Background: an optimization exercise with open tools, aiming at small area, a short achievable clock period and few clock cycles per item. Do not read the settings as production practice. Where RTL was checked, it was by simulation tests only, not by an equivalence proof against the original. Power is estimated from default activity; no workload was simulated.

==> 07-14: inputs <==
==> flow/design.v <==
module stripe_engine (
    input  wire         clk,
    input  wire         rst,
    input  wire         in_valid,
    output wire         in_ready,
    input  wire [127:0] in_data,
    input  wire [4:0]   in_col,
    input  wire         in_last,
    input  wire [4:0]   in_a,
    input  wire [4:0]   in_b,
    output wire         out_valid,
    input  wire         out_ready,
    output wire [127:0] out_a,
    output wire [127:0] out_b
);
    function [7:0] mulx;
        input [7:0] v;
        begin
            mulx = {v[6:0], 1'b0} ^ (v[7] ? 8'h1D : 8'h00);
        end
    endfunction
    function [7:0] gf_mul;
        input [7:0] a;
        input [7:0] b;
        integer i;
        reg [7:0] p;
        reg [7:0] t;
        begin
            p = 8'h00;
            t = a;
            for (i = 0; i < 8; i = i + 1) begin
                if (b[i])
                    p = p ^ t;
                t = mulx(t);
            end
            gf_mul = p;
        end
    endfunction
    function [7:0] gf_pow_neg;
        input [4:0] i;
        begin
            gf_pow_neg = 8'h00
                   | ({8{i == 5'd0}} & 8'h01)
                   | ({8{i == 5'd1}} & 8'h8E)
                   | ({8{i == 5'd2}} & 8'h47)
                   | ({8{i == 5'd3}} & 8'hAD)
                   | ({8{i == 5'd4}} & 8'hD8)
                   | ({8{i == 5'd5}} & 8'h6C)
                   | ({8{i == 5'd6}} & 8'h36)
                   | ({8{i == 5'd7}} & 8'h1B)
                   | ({8{i == 5'd8}} & 8'h83)
                   | ({8{i == 5'd9}} & 8'hCF)
                   | ({8{i == 5'd10}} & 8'hE9)
                   | ({8{i == 5'd11}} & 8'hFA)
                   | ({8{i == 5'd12}} & 8'h7D)
                   | ({8{i == 5'd13}} & 8'hB0)
                   | ({8{i == 5'd14}} & 8'h58)
                   | ({8{i == 5'd15}} & 8'h2C)
                   | ({8{i == 5'd16}} & 8'h16)
                   | ({8{i == 5'd17}} & 8'h0B)
                   | ({8{i == 5'd18}} & 8'h8B)
                   | ({8{i == 5'd19}} & 8'hCB)
                   | ({8{i == 5'd20}} & 8'hEB)
                   | ({8{i == 5'd21}} & 8'hFB)
                   | ({8{i == 5'd22}} & 8'hF3)
                   | ({8{i == 5'd23}} & 8'hF7)
                   | ({8{i == 5'd24}} & 8'hF5)
                   | ({8{i == 5'd25}} & 8'hF4)
                   | ({8{i == 5'd26}} & 8'h7A)
                   | ({8{i == 5'd27}} & 8'h3D)
                   | ({8{i == 5'd28}} & 8'h90)
                   | ({8{i == 5'd29}} & 8'h48);
        end
    endfunction
    function [7:0] gf_pow;
        input [4:0] i;
        begin
            gf_pow = 8'h00
                   | ({8{i == 5'd0}} & 8'h01)
                   | ({8{i == 5'd1}} & 8'h02)
                   | ({8{i == 5'd2}} & 8'h04)
                   | ({8{i == 5'd3}} & 8'h08)
                   | ({8{i == 5'd4}} & 8'h10)
                   | ({8{i == 5'd5}} & 8'h20)
                   | ({8{i == 5'd6}} & 8'h40)
                   | ({8{i == 5'd7}} & 8'h80)
                   | ({8{i == 5'd8}} & 8'h1D)
                   | ({8{i == 5'd9}} & 8'h3A)
                   | ({8{i == 5'd10}} & 8'h74)
                   | ({8{i == 5'd11}} & 8'hE8)
                   | ({8{i == 5'd12}} & 8'hCD)
                   | ({8{i == 5'd13}} & 8'h87)
                   | ({8{i == 5'd14}} & 8'h13)
                   | ({8{i == 5'd15}} & 8'h26)
                   | ({8{i == 5'd16}} & 8'h4C)
                   | ({8{i == 5'd17}} & 8'h98)
                   | ({8{i == 5'd18}} & 8'h2D)
                   | ({8{i == 5'd19}} & 8'h5A)
                   | ({8{i == 5'd20}} & 8'hB4)
                   | ({8{i == 5'd21}} & 8'h75)
                   | ({8{i == 5'd22}} & 8'hEA)
                   | ({8{i == 5'd23}} & 8'hC9)
                   | ({8{i == 5'd24}} & 8'h8F)
                   | ({8{i == 5'd25}} & 8'h03)
                   | ({8{i == 5'd26}} & 8'h06)
                   | ({8{i == 5'd27}} & 8'h0C)
                   | ({8{i == 5'd28}} & 8'h18)
                   | ({8{i == 5'd29}} & 8'h30);
        end
    endfunction
    function [7:0] gf_t;
        input [4:0] d;
        begin
            gf_t = 8'h00
                   | ({8{d == 5'd1}} & 8'hF4)
                   | ({8{d == 5'd2}} & 8'hA7)
                   | ({8{d == 5'd3}} & 8'h9D)
                   | ({8{d == 5'd4}} & 8'h72)
                   | ({8{d == 5'd5}} & 8'hED)
                   | ({8{d == 5'd6}} & 8'h5F)
                   | ({8{d == 5'd7}} & 8'h54)
                   | ({8{d == 5'd8}} & 8'hA0)
                   | ({8{d == 5'd9}} & 8'hA9)
                   | ({8{d == 5'd10}} & 8'hFB)
                   | ({8{d == 5'd11}} & 8'h74)
                   | ({8{d == 5'd12}} & 8'h85)
                   | ({8{d == 5'd13}} & 8'hE4)
                   | ({8{d == 5'd14}} & 8'hC0)
                   | ({8{d == 5'd15}} & 8'h8A)
                   | ({8{d == 5'd16}} & 8'h67)
                   | ({8{d == 5'd17}} & 8'hDC)
                   | ({8{d == 5'd18}} & 8'h26)
                   | ({8{d == 5'd19}} & 8'h63)
                   | ({8{d == 5'd20}} & 8'hF2)
                   | ({8{d == 5'd21}} & 8'hE9)
                   | ({8{d == 5'd22}} & 8'hB4)
                   | ({8{d == 5'd23}} & 8'hD2)
                   | ({8{d == 5'd24}} & 8'h02)
                   | ({8{d == 5'd25}} & 8'h8E)
                   | ({8{d == 5'd26}} & 8'hBA)
                   | ({8{d == 5'd27}} & 8'hAA)
                   | ({8{d == 5'd28}} & 8'hDE)
                   | ({8{d == 5'd29}} & 8'h89);
        end
    endfunction
    reg [127:0] d0;
    reg [4:0]   col0;
    reg         p0;         
    reg         q0;         
    reg         last0;
    reg [4:0]   a0;
    reg [4:0]   b0;
    reg [4:0]   dab0;       
    reg         v0;
    reg         setup;      
    reg         fst;        
    reg         ov;         
    reg         modeA;
    reg [7:0]   k0, k1, r;
    reg [127:0] acc_a, acc_b;
    reg         rdy;        
    wire go  = v0 && !setup && !ov;   
    wire acc_rdy = !v0 || go;         
    assign in_ready  = rdy;
    assign out_valid = ov;
    assign out_a     = acc_a;
    assign out_b     = acc_b;
    wire take = in_valid && rdy;
    always @(posedge clk) begin
        if (acc_rdy) begin
            d0    <= in_data;
            col0  <= in_col;
            p0    <= (in_col == 5'd30);
            q0    <= (in_col == 5'd31);
            last0 <= in_last;
            a0    <= in_a;
            b0    <= in_b;
            dab0  <= in_b - in_a;
        end
    end
    wire is_p = p0;
    wire is_q = q0;
    reg  [7:0] c_r;
    wire [7:0] c = c_r;
    wire [7:0] mc0 = c;
    wire [7:0] mc1 = mulx(mc0);
    wire [7:0] mc2 = mulx(mc1);
    wire [7:0] mc3 = mulx(mc2);
    wire [7:0] mc4 = mulx(mc3);
    wire [7:0] mc5 = mulx(mc4);
    wire [7:0] mc6 = mulx(mc5);
    wire [7:0] mc7 = mulx(mc6);
    wire         sel_da = go && !modeA;           
    wire         sel_db = go && modeA && !is_q;   
    wire         clr    = go && fst;
    reg [127:0] m;
    integer j;
    always @(*) begin
        for (j = 0; j < 16; j = j + 1)
            m[8*j +: 8] = ({8{d0[8*j+0]}} & mc0) ^ ({8{d0[8*j+1]}} & mc1)
                        ^ ({8{d0[8*j+2]}} & mc2) ^ ({8{d0[8*j+3]}} & mc3)
                        ^ ({8{d0[8*j+4]}} & mc4) ^ ({8{d0[8*j+5]}} & mc5)
                        ^ ({8{d0[8*j+6]}} & mc6) ^ ({8{d0[8*j+7]}} & mc7);
    end
    wire [127:0] term_a = modeA ? m : (d0 & {128{sel_da}});
    wire [127:0] term_b = m ^ (d0 & {128{sel_db}});
    always @(posedge clk) begin
        acc_a <= (acc_a & {128{!clr}}) ^ term_a;
        acc_b <= (acc_b & {128{!clr}}) ^ term_b;
    end
    wire [4:0] n1 = col0 + 5'd1;
    wire [4:0] n2 = col0 + 5'd2;
    wire       skip2 = (n1 == a0) && (n2 == b0);
    wire       skip1 = (n1 == a0) || (n1 == b0);
    wire [7:0] r1 = mulx(r);
    wire [7:0] r2 = mulx(r1);
    wire [7:0] r3 = mulx(r2);
    wire [7:0] r_step = skip2 ? r3 : skip1 ? r2 : r1;
    wire       u_pq = (a0 == 5'd30);                  
    wire       u_dq = (b0 == 5'd31) && !u_pq;         
    wire       u_dp = (b0 == 5'd30);                  
    wire       u_dd = (b0 < 5'd30);                   
    wire [7:0] t_d  = gf_t(dab0);
    wire [7:0] t_s  = u_dd ? t_d : 8'h01;
    wire [7:0] g_na = (u_dd || u_dp) ? gf_pow_neg(a0) : 8'h01;
    wire [7:0] gk0  = u_dq ? gf_pow(a0) : u_dd ? (t_d ^ 8'h01) : 8'h00;
    wire [7:0] gk1  = gf_mul(t_s, g_na);
    wire [7:0] gr0  = (a0 != 5'd0) ? gk1 : (b0 == 5'd1) ? mulx(mulx(t_s)) : mulx(t_s);
    wire [24:0] gc  = {u_dd || u_dp, gk0, gk1, gr0};
    wire v0_n    = take || (v0 && !go);
    wire setup_n = (go && last0) || (setup && !v0);
    wire ov_n    = (go && last0) || (ov && !out_ready);
    wire       setup_now = v0 && setup;
    wire       go_n  = v0_n && !setup_n && !ov_n;
    wire       p_n   = acc_rdy ? (in_col == 5'd30) : p0;
    wire       q_n   = acc_rdy ? (in_col == 5'd31) : q0;
    wire [7:0] k0_n  = setup_now ? gc[23:16] : k0;
    wire [7:0] k1_n  = setup_now ? gc[15:8] : k1;
    wire [7:0] r_n   = setup_now ? gc[7:0] : (go && !is_p && !is_q) ? r_step : r;
    always @(posedge clk) begin
        if (rst || !go_n)
            c_r <= 8'h00;
        else
            c_r <= p_n ? k0_n : q_n ? k1_n : (k0_n ^ r_n);
    end
    always @(posedge clk) begin
        if (rst)
            rdy <= 1'b1;
        else
            rdy <= !v0_n || (!setup_n && !ov_n);
    end
    always @(posedge clk) begin
        if (rst) begin
            v0    <= 1'b0;
            setup <= 1'b1;
            fst   <= 1'b1;
            ov    <= 1'b0;
        end else begin
            if (take)
                v0 <= 1'b1;
            else if (go)
                v0 <= 1'b0;
            if (ov && out_ready)
                ov <= 1'b0;
            if (v0 && setup) begin
                setup <= 1'b0;
                modeA <= gc[24];
                k0    <= gc[23:16];
                k1    <= gc[15:8];
                r     <= gc[7:0];
            end
            if (go) begin
                fst <= last0;
                if (last0) begin
                    ov    <= 1'b1;
                    setup <= 1'b1;
                end
                if (!is_p && !is_q)
                    r <= r_step;
            end
        end
    end
endmodule
==> flow/flow/run.sh <==
#!/bin/bash
# Standard layout (the standard.sh: standard synthesis, floorplan, place,
# CTS, route, finish) with two changes:
#  - repair_timing keeps a setup margin (flow/margin.txt), so it works on
#    paths well inside the 20 ns period;
#  - the port buffers that buffer_ports inserts are a plain buffer cell
#    (flow/portbuf.txt) rather than the resizer's default pick.
set -euo pipefail
MARGIN=$(cat flow/margin.txt)
PORTBUF=$(cat flow/portbuf.txt)
bash standard.sh SETUP_SLACK_MARGIN="$MARGIN" BUFFER_PORTS_ARGS="-buffer_cell $PORTBUF" finish > flow_make.log 2>&1
==> flow/flow/margin.txt <==
14.7
==> flow/flow/portbuf.txt <==
sky130_fd_sc_hd__buf_2
==> flow/standard.sh <==
#!/bin/bash
# synth_recipe.tcl (not shown) runs the flow's synth.tcl, then flattens the netlist and writes it again
# the make line also repeats each setting of config.mk as NAME=value (left out here)
make -C /OpenROAD-flow-scripts/flow DESIGN_CONFIG=/design/flow/config.mk WORK_HOME=/design/flow/orfs CLKGATE_MAP_FILE= SYNTH_SCRIPT=/design/flow/synth_recipe.tcl "${@:-finish}"
==> flow/config.mk <==
export PLATFORM = sky130hd
export DESIGN_NAME = stripe_engine
export DESIGN_NICKNAME = stripe_engine
export VERILOG_FILES = /design/flow/design.v
export SDC_FILE = /design/flow/constraint.sdc
export NUM_CORES = 4
export LEC_CHECK = 0
export ABC_AREA = 1
export CAP_MARGIN = 20
export CORE_MARGIN = 2
export CORE_UTILIZATION = 60
export SLEW_MARGIN = 20
==> flow/constraint.sdc <==
create_clock -name core_clock -period 20.0 [get_ports {clk}]
set_input_delay 4.0000 -clock core_clock [delete_from_list [all_inputs] [get_ports {clk}]]
set_output_delay 4.0000 -clock core_clock [all_outputs]
set_load 0.01 [all_outputs]
==> 07-23: changes against 07-14 <==
--- a/flow/design.v
+++ b/flow/design.v
@@ -182,4 +182,3 @@
     wire is_q = q0;
-    reg  [7:0] c_r;
-    wire [7:0] c = c_r;
+    wire [7:0] c = !go ? 8'h00 : is_p ? k0 : is_q ? k1 : (k0 ^ r);
     wire [7:0] mc0 = c;
@@ -217,3 +216,2 @@
     wire [7:0] r3 = mulx(r2);
-    wire [7:0] r_step = skip2 ? r3 : skip1 ? r2 : r1;
     wire       u_pq = (a0 == 5'd30);                  
@@ -232,15 +230,2 @@
     wire ov_n    = (go && last0) || (ov && !out_ready);
-    wire       setup_now = v0 && setup;
-    wire       go_n  = v0_n && !setup_n && !ov_n;
-    wire       p_n   = acc_rdy ? (in_col == 5'd30) : p0;
-    wire       q_n   = acc_rdy ? (in_col == 5'd31) : q0;
-    wire [7:0] k0_n  = setup_now ? gc[23:16] : k0;
-    wire [7:0] k1_n  = setup_now ? gc[15:8] : k1;
-    wire [7:0] r_n   = setup_now ? gc[7:0] : (go && !is_p && !is_q) ? r_step : r;
-    always @(posedge clk) begin
-        if (rst || !go_n)
-            c_r <= 8'h00;
-        else
-            c_r <= p_n ? k0_n : q_n ? k1_n : (k0_n ^ r_n);
-    end
     always @(posedge clk) begin
@@ -278,3 +263,3 @@
                 if (!is_p && !is_q)
-                    r <= r_step;
+                    r <= skip2 ? r3 : skip1 ? r2 : r1;
             end
==> flow/flow/run.sh (replaced) <==
#!/bin/bash
# Standard layout (the standard.sh: standard synthesis, floorplan, place,
# CTS, route, finish) with one change: repair_timing is asked to keep a
# setup margin, so it works on paths well inside the 20 ns period.
set -euo pipefail
MARGIN=$(cat flow/margin.txt)
bash standard.sh SETUP_SLACK_MARGIN="$MARGIN" finish > flow_make.log 2>&1
==> flow/flow/margin.txt (replaced) <==
14.5
ABC_AREA = not set   (was 1)
CORE_UTILIZATION = 40   (was 60)
removed: flow/flow/portbuf.txt
==> qor summary <==
| item | 07-23 | 07-14 |
|---|---|---|
| Worst slew margin relative to its limit | 22.2% | 25.8% |
| Inverters excl. clock | 31 | 335 |
| Avg WL per Cell | 23.3 µm | 19.6 µm |
| Number of multi-input combinational cells in the layout | 4068 | 3735 |
| Post-Synthesis Cells | 4976 | 4736 |
| Count of cells along the worst register-to-register path | 12 | 11 |
| Met3 wire length | 14600 µm | 11200 µm |
| Final weighted congestion of routability-driven global placement | 0.910 | 0.947 |
| Flip-flop and latch share of the layout cell area | 24.1% | 27.2% |
| Category of the worst setup path launch point | flip-flop | input port |
| Startpoint of the worst register-to-register path | q0 | c_r[5] |
| Number of different library cells in the post-synthesis netlist | 83 | 56 |
| Number of nets in the finished design | 5221 | 5160 |
| Fraction of final layout cells with drive strength greater than 1 | 4.89% | 12.1% |
| Layout filler cell count | 9239 | 5059 |
| Minimum period implied by the final worst setup slack | 5.48 ns | 5.34 ns |
| Setup slack after placement | 14.22 ns | 14.17 ns |
| Leakage | 15.2 nW | 17.5 nW |
| Slew at the pin closest to its max-slew limit | 1.16 ns | 1.11 ns |
| Mean instance size in the synthesized netlist | 7.58 µm² | 7.35 µm² |
| Status | no timing/DRC/antenna violations | no timing/DRC/antenna violations |
| Resized cells post-CTS | 287 | 0 |
| TritonCTS sink count | 437 | 445 |
| First-pass GRT wire length | 220000 µm | 173000 µm |
| Worst voltage drop across the vdd grid | 99.4 µV | 113 µV |
| Post-synthesis adder-cell area fraction | 0.252% | 0.273% |
Testbench counts of 07-14, summed over its fixed seeds: cycles 26,344, groups 2,400.
For 07-23, only the layout was checked, not whether the RTL still works.

port drivers added, routing unchanged:
Ports are ideal in the flow. The routed layouts listed here were re-timed in OpenROAD. Step 1: set_driving_cell puts a clkbuf_16 on clk and a buf_2 on each other input, an assumption about the parent block. Step 2 adds t to the input delays and takes it off the output delays; t is the mean of the earliest and latest rising clock arrival at the registers after step 1. Input paths then give back, and output paths get back, about the clock's delay inside the block. a / b / c = ideal ports / drivers / drivers and shift; a / b = the first two.
| run | t, ns | setup slack, ns | worst slew at a driven data input, ns |
|---|---|---|---|
| 07-14 | 0.679 | 14.659 / 14.693 / 14.015 | 0.11 |
| 07-23 | 0.716 | 14.523 / 14.453 / 14.237 | 0.11 |
After both steps every run listed still meets setup and hold. For 07-14, which loses most, drivers alone change the setup slack by +0.034 ns; drivers and shift together by -0.644 ns.
